Context: an optimization exercise on an open-source flow, tuned for small area, a short achievable clock period and few clock cycles. The choices shown serve that exercise and are no tape-out recipe. Function was checked by simulation only, so behaviour that the tests miss may differ from the original. Power figures rest on the tool's default switching activity, not on a simulated workload.

Setup of alpha:
## mac_seq_tile
module mac_seq_tile (
    input  wire        clk,
    input  wire        rst,
    input  wire        start,
    input  wire        a_signed,
    input  wire        b_signed,
    input  wire [30:0] ag0_cfg,
    input  wire [30:0] ag1_cfg,
    output wire        busy,
    output reg         done,
    output wire [5:0]  i_addr,
    input  wire [31:0] i_rdata,
    output wire [7:0]  x_addr,
    output wire        x_we,
    output wire [15:0] x_wdata,
    input  wire [15:0] x_rdata,
    output wire [7:0]  y_addr,
    output wire        y_we,
    output wire [15:0] y_wdata,
    input  wire [15:0] y_rdata,
    output reg  [39:0] acc,
    output reg  [15:0] out,
    output reg  [3:0]  bx,
    output reg         ovf,
    output reg         fault,
    output reg  [1:0]  fault_code,
    output reg  [5:0]  pc
);
    localparam [1:0] F_NONE = 2'd0, F_ILLEGAL = 2'd1, F_NESTED = 2'd2;
    reg        busy_r;
    reg        run;           
    reg        first;         
    reg        fin;           
    reg        fin_halt;
    reg [5:0]  fpc;           
    reg [5:0]  ppc;           
    reg        pvalid;        
    reg        use_hold;      
    reg [18:0] hold;          
    reg        px_same, py_same;    
    reg        jc_v;          
    reg [5:0]  jc_a, jc_t;
    reg [15:0] k0, k1, xr, yr;
    reg [3:0]  det;
    reg        lp_active;
    reg [5:0]  lp_start;
    reg [5:0]  lp_end;
    reg [9:0]  lp_left;
    reg [7:0]  xa_r, ya_r;    
    reg        xwe_r, ywe_r;
    reg [15:0] xwd_r, ywd_r;  
    reg        xb_v, yb_v;    
    reg [7:0]  xb_a, yb_a;
    reg [15:0] xb_d, yb_d;
    assign busy    = busy_r;
    assign i_addr  = fpc;
    assign x_addr  = xa_r;
    assign y_addr  = ya_r;
    assign x_we    = xwe_r;
    assign y_we    = ywe_r;
    assign x_wdata = xwd_r;
    assign y_wdata = ywd_r;
    wire accept = start && !busy_r;
    wire [31:0] ins = use_hold ? {1'b0, hold[18:16], hold[15:0], 12'd0} : i_rdata;
    wire [3:0]  op  = ins[31:28];
    wire        i_fx = ins[27], i_fy = ins[26];
    wire        i_a0 = ins[23], i_a1 = ins[22];
    wire [15:0] imm = ins[15:0];
    wire is_arith = !op[3] && !(op[2] && (op[1] || op[0]));
    wire is_ldk0  = (op == 4'h8);
    wire is_ldk1  = (op == 4'h9);
  ...
For scale: roughly 4,900 cells after synthesis, about 600 flip-flops, about 0.043 sq mm of cells after synthesis.
==> flow/config.mk <==
export PLATFORM = sky130hd
export DESIGN_NAME = mac_seq_tile
export DESIGN_NICKNAME = mac_seq_tile
export VERILOG_FILES = /design/flow/design.v
export SDC_FILE = /design/flow/constraint.sdc
export NUM_CORES = 4
export LEC_CHECK = 0
export CAP_MARGIN = 20
export CORE_MARGIN = 2
export CORE_UTILIZATION = 40
export SLEW_MARGIN = 20
==> flow/constraint.sdc <==
create_clock -name core_clock -period 20.0 [get_ports {clk}]
set_input_delay 4.0000 -clock core_clock [delete_from_list [all_inputs] [get_ports {clk}]]
set_output_delay 4.0000 -clock core_clock [all_outputs]
set_load 0.01 [all_outputs]
standard.sh (not shown) runs the stock make flow with config.mk's settings and CLKGATE_MAP_FILE= SYNTH_SCRIPT=/design/flow/synth_recipe.tcl, a recipe that flattens the netlist after the stock synthesis.
==> flow/flow/run.sh <==
#!/bin/bash
# The standard layout (the standard flow's synthesis, floorplan, placement, CTS and routing),
# with two changes to how the layout is made:
#  - repair_timing is asked for 14 ns more setup slack than the clock period
#    needs, so that the tools size the critical paths for speed;
#  - the port buffers are buf_2 cells (the standard flow picks clkdlybuf4s50_1,
#    a delay cell). Every input and output port still gets its buffer.
# The design, its synthesis, clock and constraints are the standard flow's; each run's
# output goes to its own log.
set -euo pipefail
bash standard.sh synth > synth.log 2>&1
bash standard.sh SETUP_SLACK_MARGIN=14 TNS_END_PERCENT=20 \
    "BUFFER_PORTS_ARGS=-buffer_cell sky130_fd_sc_hd__buf_2" finish > layout.log 2>&1
Testbench counts of alpha, summed over its fixed seeds: cycles 37,908.
diff inputs: alpha => beta
==> flow/flow/run.sh <==
#!/bin/bash
# The standard layout (the standard flow's synthesis, floorplan, placement, CTS and routing),
# with two changes to how the layout is made:
#  - repair_timing is asked for 14.4 ns more setup slack than the clock period
#    needs, so that the tools size the critical paths for speed;
#  - the port buffers are buf_4 cells (the standard flow picks clkdlybuf4s50_1,
#    a delay cell). Every input and output port still gets its buffer.
# The design, its synthesis, clock and constraints are the standard flow's; each run's
# output goes to its own log.
set -euo pipefail
bash standard.sh synth > synth.log 2>&1
bash standard.sh SETUP_SLACK_MARGIN=14.4 TNS_END_PERCENT=20 \
    "BUFFER_PORTS_ARGS=-buffer_cell sky130_fd_sc_hd__buf_4" finish > layout.log 2>&1
Notes after the runs:
- More vias were needed by beta than by alpha.
- The register-to-register slack reported for beta is smaller than that of alpha by 0.06 ns.
- [compare] base=alpha new=beta: non-clock buffer count grew by about 13%, detailed route wirelength on metal3 went down by 140 um.
- Looking at routing usage on met2, beta sits 0.82 points higher than alpha does.
- Cmp beta vs alpha: sequential share of cell area lower in beta
- beta packs its core tighter than alpha.


Setup of v53:
Another version of the RTL of mac_seq_tile (not shown whole).
Size: roughly 610 flip-flops, roughly 45,000 um2 of cells after synthesis.
Design mac_seq_tile, start of the top module:
module mac_seq_tile (
    input  wire        clk,
    input  wire        rst,
    input  wire        start,
    input  wire        a_signed,
    input  wire        b_signed,
    input  wire [30:0] ag0_cfg,
    input  wire [30:0] ag1_cfg,
    output wire        busy,
    output reg         done,
    output wire [5:0]  i_addr,
    input  wire [31:0] i_rdata,
    output wire [7:0]  x_addr,
    output wire        x_we,
    output wire [15:0] x_wdata,
    input  wire [15:0] x_rdata,
    output wire [7:0]  y_addr,
    output wire        y_we,
    output wire [15:0] y_wdata,
    input  wire [15:0] y_rdata,
    output reg  [39:0] acc,
    output reg  [15:0] out,
    output reg  [3:0]  bx,
    output reg         ovf,
    output reg         fault,
    output reg  [1:0]  fault_code,
    output reg  [5:0]  pc
);
==> flow/config.mk <==
export PLATFORM = sky130hd
export DESIGN_NAME = mac_seq_tile
export DESIGN_NICKNAME = mac_seq_tile
export VERILOG_FILES = /design/flow/design.v
export SDC_FILE = /design/flow/constraint.sdc
export NUM_CORES = 4
export LEC_CHECK = 0
export CAP_MARGIN = 20
export CORE_MARGIN = 2
export CORE_UTILIZATION = 40
export SLEW_MARGIN = 20
==> flow/constraint.sdc <==
create_clock -name core_clock -period 20.0 [get_ports {clk}]
set_input_delay 4.0000 -clock core_clock [delete_from_list [all_inputs] [get_ports {clk}]]
set_output_delay 4.0000 -clock core_clock [all_outputs]
set_load 0.01 [all_outputs]
==> flow/flow/run.sh <==
#!/bin/bash
# The standard layout (the standard flow's synthesis, floorplan, placement, CTS and routing),
# with these changes to how the layout is made:
#  - repair_timing is asked for 14 ns more setup slack than the clock period
#    needs, so that the tools size the critical paths for speed;
#  - the port buffers are buf_2 cells (the standard flow picks clkdlybuf4s50_1,
#    a delay cell). Every input and output port still gets its buffer;
#  - clock tree synthesis adds no dummy load cells at the clock tree's leaves
#    and builds the tree from clkbuf_8 cells.
# The design, its synthesis, clock and constraints are the standard flow's; each run's
# output goes to its own log.
set -euo pipefail
bash standard.sh synth > synth.log 2>&1
bash standard.sh SETUP_SLACK_MARGIN=14 TNS_END_PERCENT=20 \
    "BUFFER_PORTS_ARGS=-buffer_cell sky130_fd_sc_hd__buf_2" \
    "CTS_ARGS=-sink_clustering_enable -repair_clock_nets -dont_use_dummy_load -buf_list sky130_fd_sc_hd__clkbuf_8" \
    finish > layout.log 2>&1
Testbench counts of v53, summed over its fixed seeds: cycles 36,613.
diff inputs: v53 => v50
--- a/flow/flow/run.sh
+++ b/flow/flow/run.sh
@@ -9 +9 @@
-#    and builds the tree from clkbuf_8 cells.
+#    and clusters up to 24 flip-flops per leaf buffer.
@@ -16 +16 @@
-    "CTS_ARGS=-sink_clustering_enable -repair_clock_nets -dont_use_dummy_load -buf_list sky130_fd_sc_hd__clkbuf_8" \
+    "CTS_ARGS=-sink_clustering_enable -repair_clock_nets -dont_use_dummy_load -sink_clustering_size 24" \
Cell area ends up lower on v53.
The areal power density over the cells in v50 sits 5.3% above the value recorded for v53.
v50 vs v53 on antenna diode instance count: v50 is the higher one.
Changes observed in v50 relative to v53: first-pass GRT wire length -about 0.5%; via count stayed essentially flat.
There was hardly any difference in hold slack between v53 and v50.
Per the comparison of v50 with v53, setup slack saw a decrease, total power has increased.
Input changes introduced in v2 (baseline for comparison: v50):
--- a/flow/flow/run.sh
+++ b/flow/flow/run.sh
@@ -3 +3 @@
-# with these changes to how the layout is made:
+# with two changes to how the layout is made:
@@ -7,3 +7 @@
-#    a delay cell). Every input and output port still gets its buffer;
-#  - clock tree synthesis adds no dummy load cells at the clock tree's leaves
-#    and clusters up to 24 flip-flops per leaf buffer.
+#    a delay cell). Every input and output port still gets its buffer.
@@ -15,3 +13 @@
-    "BUFFER_PORTS_ARGS=-buffer_cell sky130_fd_sc_hd__buf_2" \
-    "CTS_ARGS=-sink_clustering_enable -repair_clock_nets -dont_use_dummy_load -sink_clustering_size 24" \
-    finish > layout.log 2>&1
+    "BUFFER_PORTS_ARGS=-buffer_cell sky130_fd_sc_hd__buf_2" finish > layout.log 2>&1
--- outcome ---
The run showing the greater wire length on met1 is v2.
Looking at slew at the pin closest to its max-slew limit, v2 sits 0.0087 ns above v50.
The global-route usage of v50 and that of v2 are within noise of each other.
Switching component of the power came out higher on v2 than on v50.
The higher setup slack of the critical path after layout of v50 and v2 is in v50.
v50 → v2: hold slack comparable; time the worst path needs with I/O delays and setup moved up.


Another version of the RTL of mac_seq_tile (not shown whole).
For scale: about 260 I/O pins, about 44000 um2 of cells after synthesis.
clock: 20.0 ns
lec_check: 0
cap_margin: 20
core_margin: 2
core_utilization: 40
place_density: 0.7
slew_margin: 20
==> flow/flow/run.sh <==
#!/bin/bash
# The standard layout (the standard flow's synthesis, floorplan, placement, CTS and routing),
# with two changes to how the layout is made:
#  - repair_timing is asked for 14 ns more setup slack than the clock period
#    needs, so that the tools size the critical paths for speed;
#  - the port buffers are buf_2 cells (the standard flow picks clkdlybuf4s50_1,
#    a delay cell). Every input and output port still gets its buffer.
# The design, its synthesis, clock and constraints are the standard flow's; each run's
# output goes to its own log.
set -euo pipefail
bash standard.sh synth > synth.log 2>&1
bash standard.sh SETUP_SLACK_MARGIN=14 TNS_END_PERCENT=20 \
    "BUFFER_PORTS_ARGS=-buffer_cell sky130_fd_sc_hd__buf_2" finish > layout.log 2>&1
Testbench counts at the start, summed over its fixed seeds: cycles 37,440.
Rerun with:
--- a/flow/flow/run.sh
+++ b/flow/flow/run.sh
@@ -6 +6 @@
-#  - the port buffers are buf_2 cells (the standard flow picks clkdlybuf4s50_1,
+#  - the port buffers are buf_4 cells (the standard flow picks clkdlybuf4s50_1,
@@ -13 +13 @@
-    "BUFFER_PORTS_ARGS=-buffer_cell sky130_fd_sc_hd__buf_2" finish > layout.log 2>&1
+    "BUFFER_PORTS_ARGS=-buffer_cell sky130_fd_sc_hd__buf_4" finish > layout.log 2>&1
Settings changed: PLACE_DENSITY 0.7 to default.
Result: The changed run completed with no timing, DRC or antenna violations. Synthesized area is unchanged. Final cell count hardly moves. Count of clock-buffer cells in the layout came out higher by 3.
Rerun with:
--- a/flow/flow/run.sh
+++ b/flow/flow/run.sh
@@ -6 +6 @@
-#  - the port buffers are buf_4 cells (the standard flow picks clkdlybuf4s50_1,
+#  - the port buffers are buf_2 cells (the standard flow picks clkdlybuf4s50_1,
@@ -13 +13 @@
-    "BUFFER_PORTS_ARGS=-buffer_cell sky130_fd_sc_hd__buf_4" finish > layout.log 2>&1
+    "BUFFER_PORTS_ARGS=-buffer_cell sky130_fd_sc_hd__buf_2" finish > layout.log 2>&1
Area after synthesis is unchanged.
Sequential share of layout area rose by 0.30 points.
Sequential power hardly moves.
Routed wire length hardly moves.
Total power is lower by about 2.3%.
Die area does not change.
Cell count hardly moves.
Global-route usage came out higher by 0.12 points.
Register-to-register slack barely changes.
Rerun with:
Settings changed: SYNTH_HIERARCHICAL from default to 1.
Critical path depth decreases by 17.
Synthesized cell count climbs by 6.1%.
Wire length grows by about 2.5%.
Cell count increases by 6.0%.
Total power grows by about 60%.
First-iteration DRC count rose by 12%.
Utilization went down by 0.74 points.


== the reference run ==
mac_seq_tile, a different RTL version from the one above (not shown whole).
Size in the first run: about 4700 cells after synthesis, about 530 flip-flops, roughly 260 I/O pins.
==> flow/config.mk <==
export PLATFORM = sky130hd
export DESIGN_NAME = mac_seq_tile
export DESIGN_NICKNAME = mac_seq_tile
export VERILOG_FILES = /design/flow/design.v
export SDC_FILE = /design/flow/constraint.sdc
export NUM_CORES = 4
export LEC_CHECK = 0
export CAP_MARGIN = 20
export CORE_MARGIN = 2
export CORE_UTILIZATION = 40
export SLEW_MARGIN = 20
==> flow/constraint.sdc <==
create_clock -name core_clock -period 20.0 [get_ports {clk}]
set_input_delay 4.0000 -clock core_clock [delete_from_list [all_inputs] [get_ports {clk}]]
set_output_delay 4.0000 -clock core_clock [all_outputs]
set_load 0.01 [all_outputs]
==> flow/flow/run.sh <==
#!/bin/bash
# The standard layout (the standard flow's synthesis, floorplan, placement, CTS and routing),
# with repair_timing asked for 15 ns more setup slack than the clock period needs,
# so that the tools size the critical paths for speed. The design, its synthesis,
# clock and constraints are the standard flow's; each tool's output goes to its own log.
set -euo pipefail
bash standard.sh synth > synth.log 2>&1
bash standard.sh SETUP_SLACK_MARGIN=15 finish > layout.log 2>&1
Testbench counts of the reference run, summed over its fixed seeds: cycles 39,225.
Modified inputs, the trial run compared to the reference run
==> flow/flow/run.sh <==
#!/bin/bash
# The standard layout (the standard flow's synthesis, floorplan, placement, CTS and routing),
# with repair_timing asked for 13 ns more setup slack than the clock period needs,
# so that the tools size the critical paths for speed. The design, its synthesis,
# clock and constraints are the standard flow's; each tool's output goes to its own log.
set -euo pipefail
bash standard.sh synth > synth.log 2>&1
bash standard.sh SETUP_SLACK_MARGIN=13 finish > layout.log 2>&1
[summary]
- The flow did not stop early for the trial run: all stages ran, and the layout cleared the timing, design-rule and antenna checks.
- On first-pass GRT wire length: between the reference run and the trial run, it ends up lower for the trial run.
- The reference run → the trial run: post-placement setup slack picked up an extra 0.31 ns, largest fanout on the critical path fell by 14, shortest clock period the worst path allows after layout -0.059 ns, sequential cell area share climbed 2.5 points.
- For the slack of the critical path, the trial run came in 0.059 ns higher than the reference run did.


Setup of yarrow:
RTL: one of the versions met above, not the one the previous note started from.
Size in the first run: ~5100 cells after synthesis, ~0.045 sq mm of cells after synthesis.
==> flow/config.mk <==
export PLATFORM = sky130hd
export DESIGN_NAME = mac_seq_tile
export DESIGN_NICKNAME = mac_seq_tile
export VERILOG_FILES = /design/flow/design.v
export SDC_FILE = /design/flow/constraint.sdc
export NUM_CORES = 4
export LEC_CHECK = 0
export CAP_MARGIN = 20
export CORE_MARGIN = 2
export CORE_UTILIZATION = 40
export SLEW_MARGIN = 20
==> flow/constraint.sdc <==
create_clock -name core_clock -period 20.0 [get_ports {clk}]
set_input_delay 4.0000 -clock core_clock [delete_from_list [all_inputs] [get_ports {clk}]]
set_output_delay 4.0000 -clock core_clock [all_outputs]
set_load 0.01 [all_outputs]
==> flow/flow/run.sh <==
#!/bin/bash
# The standard layout (the standard flow's synthesis, floorplan, placement, CTS and routing),
# with these changes to how the layout is made:
#  - repair_timing is asked for 14.3 ns more setup slack than the clock period
#    needs, so that the tools size the critical paths for speed;
#  - the port buffers are buf_2 cells (the standard flow picks clkdlybuf4s50_1,
#    a delay cell). Every input and output port still gets its buffer;
#  - clock tree synthesis adds no dummy load cells at the clock tree's leaves
#    and builds the tree from clkbuf_4 cells.
# The design, its synthesis, clock and constraints are the standard flow's; each run's
# output goes to its own log.
set -euo pipefail
bash standard.sh synth > synth.log 2>&1
bash standard.sh SETUP_SLACK_MARGIN=14.3 TNS_END_PERCENT=20 \
    "BUFFER_PORTS_ARGS=-buffer_cell sky130_fd_sc_hd__buf_2" \
    "CTS_ARGS=-sink_clustering_enable -repair_clock_nets -dont_use_dummy_load -buf_list sky130_fd_sc_hd__clkbuf_4" \
    finish > layout.log 2>&1
yarrow finished all stages; the layout is clean.
Testbench counts of yarrow, summed over its fixed seeds: cycles 36,613.
Edits applied to the flow inputs when going from yarrow to pepper:
diff --git a/flow/flow/run.sh b/flow/flow/run.sh
--- a/flow/flow/run.sh
+++ b/flow/flow/run.sh
@@ -2,5 +2,5 @@
 # The standard layout (the standard flow's synthesis, floorplan, placement, CTS and routing),
 # with these changes to how the layout is made:
-#  - repair_timing is asked for 14.3 ns more setup slack than the clock period
+#  - repair_timing is asked for 14 ns more setup slack than the clock period
 #    needs, so that the tools size the critical paths for speed;
 #  - the port buffers are buf_2 cells (the standard flow picks clkdlybuf4s50_1,
@@ -12,5 +12,5 @@
 set -euo pipefail
 bash standard.sh synth > synth.log 2>&1
-bash standard.sh SETUP_SLACK_MARGIN=14.3 TNS_END_PERCENT=20 \
+bash standard.sh SETUP_SLACK_MARGIN=14 TNS_END_PERCENT=20 \
     "BUFFER_PORTS_ARGS=-buffer_cell sky130_fd_sc_hd__buf_2" \
     "CTS_ARGS=-sink_clustering_enable -repair_clock_nets -dont_use_dummy_load -buf_list sky130_fd_sc_hd__clkbuf_4" \
Sort pepper and yarrow by met3 wirelength from detailed routing, ascending, and pepper comes first. Relative to yarrow, worst reg-to-reg setup slack has gone up in pepper. The non-clock buffer count reported for pepper is smaller than that of yarrow by 7.4%. Min proportion of power drawn by flip-flops and latches across pepper and yarrow: yarrow. Between yarrow and pepper, clock latency reported for the late side of the worst-skew pair decreased. On post-route clock period utilization: between pepper and yarrow, it ends up higher for pepper. Taking yarrow as the reference, in pepper final critical-path setup slack now smaller, highest attainable clock frequency now smaller, sequential standard cell area comparable.

-- separate check: timing with driven ports --
The results above use ideal ports. As a check the final layouts listed here were re-extracted and re-timed, cells and wires unchanged. Step 1 sets driving cells, clkbuf_16 on the clock port and buf_2 on the other inputs (assumed; they add their load-dependent delay and slew). Step 2, shift: input delay + t, output delay - t, t = (earliest + latest rising clock arrival at the registers) / 2. This alone moves slack from input paths to output paths. Three values: ideal, step 1, step 2; two values: the first two.
run	t, ns	setup WS [ns]	latest minus earliest clock arrival (ns)	slew at the worst register clock pin (ns)
alpha	0.667	14.017 / 14.008 / 13.341	0.041 / 0.042	0.07 / 0.07
beta	0.683	13.952 / 13.952 / 13.350	0.035 / 0.035	0.07 / 0.07
v53	0.744	13.880 / 13.880 / 13.142	0.115 / 0.115	0.06 / 0.06
v50	0.651	13.870 / 13.897 / 13.245	0.080 / 0.079	0.07 / 0.07
v2	0.681	13.859 / 13.859 / 13.225	0.038 / 0.038	0.07 / 0.07
the first run of note 3	0.695	13.718 / 13.718 / 13.208	0.051 / 0.051	0.07 / 0.07
the second run of note 3	0.690	13.792 / 13.792 / 13.197	0.040 / 0.040	0.08 / 0.08
the third run of note 3	0.681	13.785 / 13.785 / 13.108	0.037 / 0.037	0.07 / 0.07
the fourth run of note 3	0.706	13.973 / 13.995 / 13.295	0.044 / 0.045	0.07 / 0.07
the reference run	0.716	12.799 / 12.799 / 12.746	0.043 / 0.043	0.07 / 0.07
the trial run	0.720	12.858 / 12.858 / 12.445	0.036 / 0.036	0.07 / 0.07
yarrow	1.013	13.874 / 13.874 / 13.129	0.146 / 0.146	0.07 / 0.07
pepper	1.001	13.841 / 13.779 / 12.880	0.135 / 0.135	0.07 / 0.07
After both steps setup and hold are still met in every run listed. For pepper, which loses most, drivers alone change the setup slack by -0.062 ns; drivers and shift together by -0.961 ns.
